This is an optimization exercise on Yosys and OpenROAD, whose aim is small area, a short achievable clock period and few clock cycles per item, not a production implementation.
Function was checked by simulation only, so behaviour that the tests miss may differ from the original.

==> flow/design.v <==
module sha256_k (
    input  wire [5:0]  t,
    output reg  [31:0] k
);
    always @* begin
        case (t)
            6'd0: k = 32'h71374491;
            6'd1: k = 32'hb5c0fbcf;
            6'd2: k = 32'he9b5dba5;
            6'd3: k = 32'h3956c25b;
            6'd4: k = 32'h59f111f1;
            6'd5: k = 32'h923f82a4;
            6'd6: k = 32'hab1c5ed5;
            6'd7: k = 32'hd807aa98;
            6'd8: k = 32'h12835b01;
            6'd9: k = 32'h243185be;
            6'd10: k = 32'h550c7dc3;
            6'd11: k = 32'h72be5d74;
            6'd12: k = 32'h80deb1fe;
            6'd13: k = 32'h9bdc06a7;
            6'd14: k = 32'hc19bf174;
            6'd15: k = 32'he49b69c1;
            6'd16: k = 32'hefbe4786;
            6'd17: k = 32'h0fc19dc6;
            6'd18: k = 32'h240ca1cc;
            6'd19: k = 32'h2de92c6f;
            6'd20: k = 32'h4a7484aa;
            6'd21: k = 32'h5cb0a9dc;
            6'd22: k = 32'h76f988da;
            6'd23: k = 32'h983e5152;
            6'd24: k = 32'ha831c66d;
            6'd25: k = 32'hb00327c8;
            6'd26: k = 32'hbf597fc7;
            6'd27: k = 32'hc6e00bf3;
            6'd28: k = 32'hd5a79147;
            6'd29: k = 32'h06ca6351;
            6'd30: k = 32'h14292967;
            6'd31: k = 32'h27b70a85;
            6'd32: k = 32'h2e1b2138;
            6'd33: k = 32'h4d2c6dfc;
            6'd34: k = 32'h53380d13;
            6'd35: k = 32'h650a7354;
            6'd36: k = 32'h766a0abb;
            6'd37: k = 32'h81c2c92e;
            6'd38: k = 32'h92722c85;
            6'd39: k = 32'ha2bfe8a1;
            6'd40: k = 32'ha81a664b;
            6'd41: k = 32'hc24b8b70;
            6'd42: k = 32'hc76c51a3;
            6'd43: k = 32'hd192e819;
            6'd44: k = 32'hd6990624;
            6'd45: k = 32'hf40e3585;
            6'd46: k = 32'h106aa070;
            6'd47: k = 32'h19a4c116;
            6'd48: k = 32'h1e376c08;
            6'd49: k = 32'h2748774c;
            6'd50: k = 32'h34b0bcb5;
            6'd51: k = 32'h391c0cb3;
            6'd52: k = 32'h4ed8aa4a;
            6'd53: k = 32'h5b9cca4f;
            6'd54: k = 32'h682e6ff3;
            6'd55: k = 32'h748f82ee;
            6'd56: k = 32'h78a5636f;
            6'd57: k = 32'h84c87814;
            6'd58: k = 32'h8cc70208;
            6'd59: k = 32'h90befffa;
            6'd60: k = 32'ha4506ceb;
            6'd61: k = 32'hbef9a3f7;
            6'd62: k = 32'h307b5f59;
            6'd63: k = 32'h9e6afcb1;
        endcase
    end
endmodule
module kh64_hash (
    input  wire         clk,
    input  wire         rst,
    input  wire         in_valid,
    output wire         in_ready,
    input  wire [127:0] in_key,
    output reg          out_valid,
    output reg  [63:0]  out_kh
);
    localparam [31:0] IV0 = 32'h6a09e667, IV1 = 32'hbb67ae85,
                      IV2 = 32'h3c6ef372, IV3 = 32'ha54ff53a,
                      IV4 = 32'h510e527f, IV5 = 32'h9b05688c,
                      IV6 = 32'h1f83d9ab;
    reg  [5:0]  t;
    reg         busy;       
    reg         pend;       
    reg  [31:0] a, b, c, d, e, f, g;
    reg  [31:0] p;          
    reg  [31:0] w [0:15];   
    wire last = (t == 6'd63);
    wire load = (t == 6'd62);
    assign in_ready = load;
    wire accept = in_valid && load;
    wire [31:0] bsig1 = {e[5:0], e[31:6]} ^ {e[10:0], e[31:11]} ^ {e[24:0], e[31:25]};
    wire [31:0] bsig0 = {a[1:0], a[31:2]} ^ {a[12:0], a[31:13]} ^ {a[21:0], a[31:22]};
    wire [31:0] ch    = (e & f) ^ (~e & g);
    wire [31:0] maj   = (a & b) ^ (a & c) ^ (b & c);
    wire [31:0] x1s = p ^ ch ^ maj;
    wire [31:0] x1c = ((p & ch) | (p & maj) | (ch & maj)) << 1;
    wire [31:0] x2s = x1s ^ x1c ^ bsig0;
    wire [31:0] x2c = ((x1s & x1c) | (x1s & bsig0) | (x1c & bsig0)) << 1;
    wire [31:0] x3s = x2s ^ x2c ^ bsig1;
    wire [31:0] x3c = ((x2s & x2c) | (x2s & bsig1) | (x2c & bsig1)) << 1;
    wire [31:0] a_new = x3s + x3c;
    wire [31:0] y1s = p ^ ch ^ d;
    wire [31:0] y1c = ((p & ch) | (p & d) | (ch & d)) << 1;
    wire [31:0] y2s = y1s ^ y1c ^ bsig1;
    wire [31:0] y2c = ((y1s & y1c) | (y1s & bsig1) | (y1c & bsig1)) << 1;
    wire [31:0] e_new = y2s + y2c;
    wire [31:0] k_n;
    sha256_k u_k (.t(t), .k(k_n));
    wire [31:0] h_n = last ? 32'd0 : g;       
    wire [31:0] w_n = w[1];
    wire [31:0] z1s = h_n ^ k_n ^ w_n;
    wire [31:0] z1c = ((h_n & k_n) | (h_n & w_n) | (k_n & w_n)) << 1;
    wire [31:0] p_new = z1s + z1c;
    wire [31:0] w1  = w[1];
    wire [31:0] w14 = w[14];
    wire [31:0] ssig0 = {w1[6:0], w1[31:7]} ^ {w1[17:0], w1[31:18]} ^ {3'b000, w1[31:3]};
    wire [31:0] ssig1 = {w14[16:0], w14[31:17]} ^ {w14[18:0], w14[31:19]} ^ {10'd0, w14[31:10]};
    wire [31:0] s1s = ssig1 ^ w[9] ^ ssig0;
    wire [31:0] s1c = ((ssig1 & w[9]) | (ssig1 & ssig0) | (w[9] & ssig0)) << 1;
    wire [31:0] s2s = s1s ^ s1c ^ w[0];
    wire [31:0] s2c = ((s1s & s1c) | (s1s & w[0]) | (s1c & w[0])) << 1;
    wire [31:0] w_sched = s2s + s2c;
    wire sched_on = ~(t[5] & t[4]);
    wire [31:0] w_tail = (sched_on ? w_sched : 32'd0)
                       | {(t == 6'd52), 31'd0}
                       | {24'd0, last, 7'd0};
    wire [31:0] h1 = IV1 + a;
    integer i;
    always @(posedge clk) begin
        for (i = 0; i < 15; i = i + 1)
            w[i] <= w[i+1];
        w[15] <= w_tail;
        if (load) begin
            w[1] <= {in_key[7:0],    in_key[15:8],   in_key[23:16],  in_key[31:24]};
            w[2] <= {in_key[39:32],  in_key[47:40],  in_key[55:48],  in_key[63:56]};
            w[3] <= {in_key[71:64],  in_key[79:72],  in_key[87:80],  in_key[95:88]};
            w[4] <= {in_key[103:96], in_key[111:104], in_key[119:112], in_key[127:120]};
        end
        p <= p_new;
        if (last) begin
            a <= IV0; b <= IV1; c <= IV2; d <= IV3;
            e <= IV4; f <= IV5; g <= IV6;
        end else begin
            a <= a_new; b <= a; c <= b; d <= c;
            e <= e_new; f <= e; g <= f;
        end
        out_kh <= {h1[7:0],    h1[15:8],    h1[23:16],    h1[31:24],
                   a_new[7:0], a_new[15:8], a_new[23:16], a_new[31:24]};
        if (rst) begin
            t         <= 6'd52;
            busy      <= 1'b0;
            pend      <= 1'b0;
            out_valid <= 1'b0;
        end else begin
            t         <= t + 6'd1;
            out_valid <= last & busy;
            if (load) pend <= accept;
            if (last) busy <= pend;
        end
    end
endmodule
==> flow/run.sh <==
#!/bin/bash
# synth_recipe.tcl (not shown) runs the flow's synth.tcl, then flattens the netlist and writes it again
# the make line also repeats each setting of config.mk as NAME=value (left out here)
make -C /OpenROAD-flow-scripts/flow DESIGN_CONFIG=/design/flow/config.mk WORK_HOME=/design/flow/orfs CLKGATE_MAP_FILE= SYNTH_SCRIPT=/design/flow/synth_recipe.tcl finish
==> flow/config.mk <==
export PLATFORM = sky130hd
export DESIGN_NAME = kh64_hash
export DESIGN_NICKNAME = kh64_hash
export VERILOG_FILES = /design/flow/design.v
export SDC_FILE = /design/flow/constraint.sdc
export NUM_CORES = 4
export LEC_CHECK = 0
export CAP_MARGIN = 20
export CORE_MARGIN = 2
export CORE_UTILIZATION = 40
export SLEW_MARGIN = 20
==> flow/constraint.sdc <==
create_clock -name core_clock -period 9.0 [get_ports {clk}]
set_input_delay 1.8000 -clock core_clock [delete_from_list [all_inputs] [get_ports {clk}]]
set_output_delay 1.8000 -clock core_clock [all_outputs]
set_load 0.01 [all_outputs]
==> summary.txt <==
==> worst max-delay path, cell delays in order (launching register included) <==
cell	delay (ns)
dfxtp_1	0.56
mux2i_1	0.34
inv_1	0.09
fa_1	0.48
inv_1	0.05
fa_1	0.50
fa_1	0.42
inv_1	0.07
ha_1	0.22
inv_1	0.08
fa_1	0.47
nor2b_1	0.13
o21a_1	0.14
o21ai_1	0.13
a21oi_1	0.32
nor2_1	0.24
o21a_1	0.32
o21ai_0	0.33
mux2i_1	0.27
a21oi_1	0.08
==> worst min path at each step <==
stage | endpoint | start | cells after the start
detailed placement | w[11][19] | w[12][19] | 0
global route | w[14][25] | w[15][25] | 0
floorplan | w[10][0] | w[11][0] | 0
CTS | w[11][8] | w[12][8] | 0
finish | w[11][24] | w[12][24] | 0
global placement | w[9][13] | w[10][13] | 0
==> final cells by class <==
| cell class | instances | share of cell area |
|---|---|---|
| well taps | 1276 | 0.03500 |
| inverters | 285 | 0.02345 |
| multi-input cells | 2356 | 0.4387 |
| clock buffers | 116 | 0.05395 |
| clock inverters | 46 | 0.01731 |
| repair buffers | 228 | 0.04854 |
| flip-flops and latches | 873 | 0.3831 |
==> cells in the mapped netlist, drive strengths merged, types with 109 or more instances <==
library cell  number  area, µm²
dfxtp            873      17480
xnor2            293       2574
inv              285       1070
fa               248       4965
nor2             192      720.7
a21oi            168      852.1
o21ai            168      848.3
nand2            151      566.8
ha               146       1827
clkbuf           143      536.8
mux2             128       1441
and2             126      788.3
nand2b           109      681.9
==> registers in the layout, indices dropped and copies added, names as in the netlist, 6 cells and up <==
name / count
a: 32
b: 32
c: 32
d: 32
e: 32
f: 32
g: 32
k_n: 32
out_kh: 64
p: 32
t: 6
w: 512
==> through the flow <==
step	instances	hold slack (ns)
floorplan	3694	0.3096
global placement	5018	0.3097
detailed placement	5018	0.3121
CTS	5180	0.3147
global route	5180	0.3181
finish	5180	0.3083
==> cells by family after synthesis <==
logic type,count (synthesis)
buffers and inverters,465
XOR/XNOR,390
AO/OA/AOI/OAI,634
AND/OR/NAND/NOR,770
flip-flops,873
multiplexers,165
adder cells (fa/ha/maj),397
==> metal layers <==
layer / global-route usage / up-vias
li1: - / 12450
met1: 0.3183 / 12920
met2: 0.3442 / 842
met3: 0.03169 / 170
met4: 0.06701 / 0
met5: 0 / -
==> results.json <==
{
  "io_buffer_count": 196,
  "clk_latency_ns": 0.69,
  "holdBufCountCts": 0,
  "outcome": "complete, no violations",
  "wl_mm": 111.7,
  "antenna_found_initial": 2,
  "synth-simple-area-share": 0.09906,
  "num_antenna_cells": 0,
  "dr_wl_met2_mm": 49.81,
  "top_layer": "met4",
  "cp_max_fo": 5,
  "hold_viol": 0,
  "drt-met1-wl_mm": 52.39,
  "cts-root-buf": "clkbuf_16",
  "final-seq-area_um2": 17480,
  "grt_pass1_vias": 26060,
  "drv_slew": 0,
  "synthXorXnorAreaFrac": 0.08723,
  "synthFlopType": "dfxtp_1",
  "drive_gt1_frac": 0.08811,
  "nFillCells": 8977,
  "dieHeight_um": 317.2,
  "rows": 114,
  "finalWorstSetupSlack_ns": 3.667,
  "endpoint_kind": "register",
  "synth_top_family_by_area": "adder cells",
  "fin_nets": 4360,
  "clk_pin_slew_ns": 0.07,
  "drcViolationCount": 0,
  "cts_tree": "done",
  "numCtsBuffers": 91,
  "fin_crit_sh": 0.5926,
  "fin_util": 0.4703,
  "design.core.area_um2": 96990,
  "r2r-end": "a[31]",
  "htreeDepth": 3,
  "muxShareOfSynthArea": 0.04617,
  "max_freq_mhz": 187.5,
  "initial_utilization": 0.4046,
  "final.setup_skew_ns": 0.05684,
  "worstPathRequired_ns": 9.54,
  "clock-sinks": 873,
  "r2r-start": "e[1]",
  "rrSetupSlack_ns": 3.67,
  "setup_viol_count_final": 0,
  "design.die.area_um2": 100600,
  "startpoint": "e[1]",
  "fin_crit_ns": 5.333,
  "place_area_um2": 42370,
  "viasPerCell": 5.094,
  "async_flop_share": 0,
  "finalInstanceArea_um2": 45620,
  "synth-seq-cells": 873,
  "syn_area_um2": 39240,
  "synth_fp_nets": 4219,
  "ff2ff_path_depth": 19,
  "cts_resized": 0,
  "synth_edf_count": 0,
  "synth_compound_area_frac": 0.1030,
  "routabilityCongestion": 0.9615,
  "wl_met3_mm": 6.327,
  "hold_path.class": "register to register",
  "grt_overflow_total": 0,
  "dieWidth_um": 317.2,
  "rsz0062_at_grt": "false",
  "synth-adder-area-share": 0.1738,
  "pin_count": 197,
  "drv_cap": 0,
  "clockBufferDepth": 3,
  "grt_pass1_wl_mm": 166.2,
  "initialDrtViolationCount": 2147,
  "grt_start_max_net_pins": 164,
  "setup_tns_ns": 0,
  "dp.final_hpwl_mm": 84.27,
  "critPathLaunchType": "register",
  "firstDrtPassIters": 8,
  "ant_nets": 0,
  "wl_per_cell_um": 21.55,
  "ys_seq_area_frac": 0.4453,
  "syn2layout_area_growth_pct": 16.25,
  "multi_input_area_um2": 20010,
  "post-cts-setup-buffer-count": 0,
  "worstPathArrival_ns": 5.88,
  "synth_area_per_cell_um2": 10.62,
  "track_usage": 0.2212,
  "synthCells": 3694,
  "place_ws_ns": 3.413,
  "yosysUniqueCellTypes": 82,
  "yosysWarnings": 3,
  "worst_pin_slew_ns": 1.175,
  "slew_headroom": 0.2147,
  "crit_end": "a[31]",
  "mostFrequentLayoutCells": "dfxtp_1, xnor2_1, inv_1, fa_1, clkdlybuf4s50_1",
  "final_common_cell": "dfxtp_1",
  "via_count": 26390,
  "criticalPathCategory": "register to register"
}
Testbench counts, summed over its fixed seeds: cycles 131,176, items 2,048.

## separate check: timing with driven ports
How much do the figures lean on ideal ports? The routed layout below was timed once more, with nothing changed but the port constraints. Step 1 sets driving cells, clkbuf_16 on the clock port and buf_2 on the other inputs (assumed; they add their load-dependent delay and slew). Step 2 adds t to the input delays and takes it off the output delays; t is the mean of the earliest and latest rising clock arrival at the registers after step 1. Input paths then give back, and output paths get back, about the clock's delay inside the block. Three values: ideal ports, drivers, drivers and shift; two values: the first two.
t (ns): 0.725
setup WS [ns]: 3.667 / 3.667 / 3.290
worst setup path after step 2: input to register
After both steps setup and hold are still met in this run. The setup slack of this run moves by 0.000 ns with the drivers and by -0.377 ns with both steps.
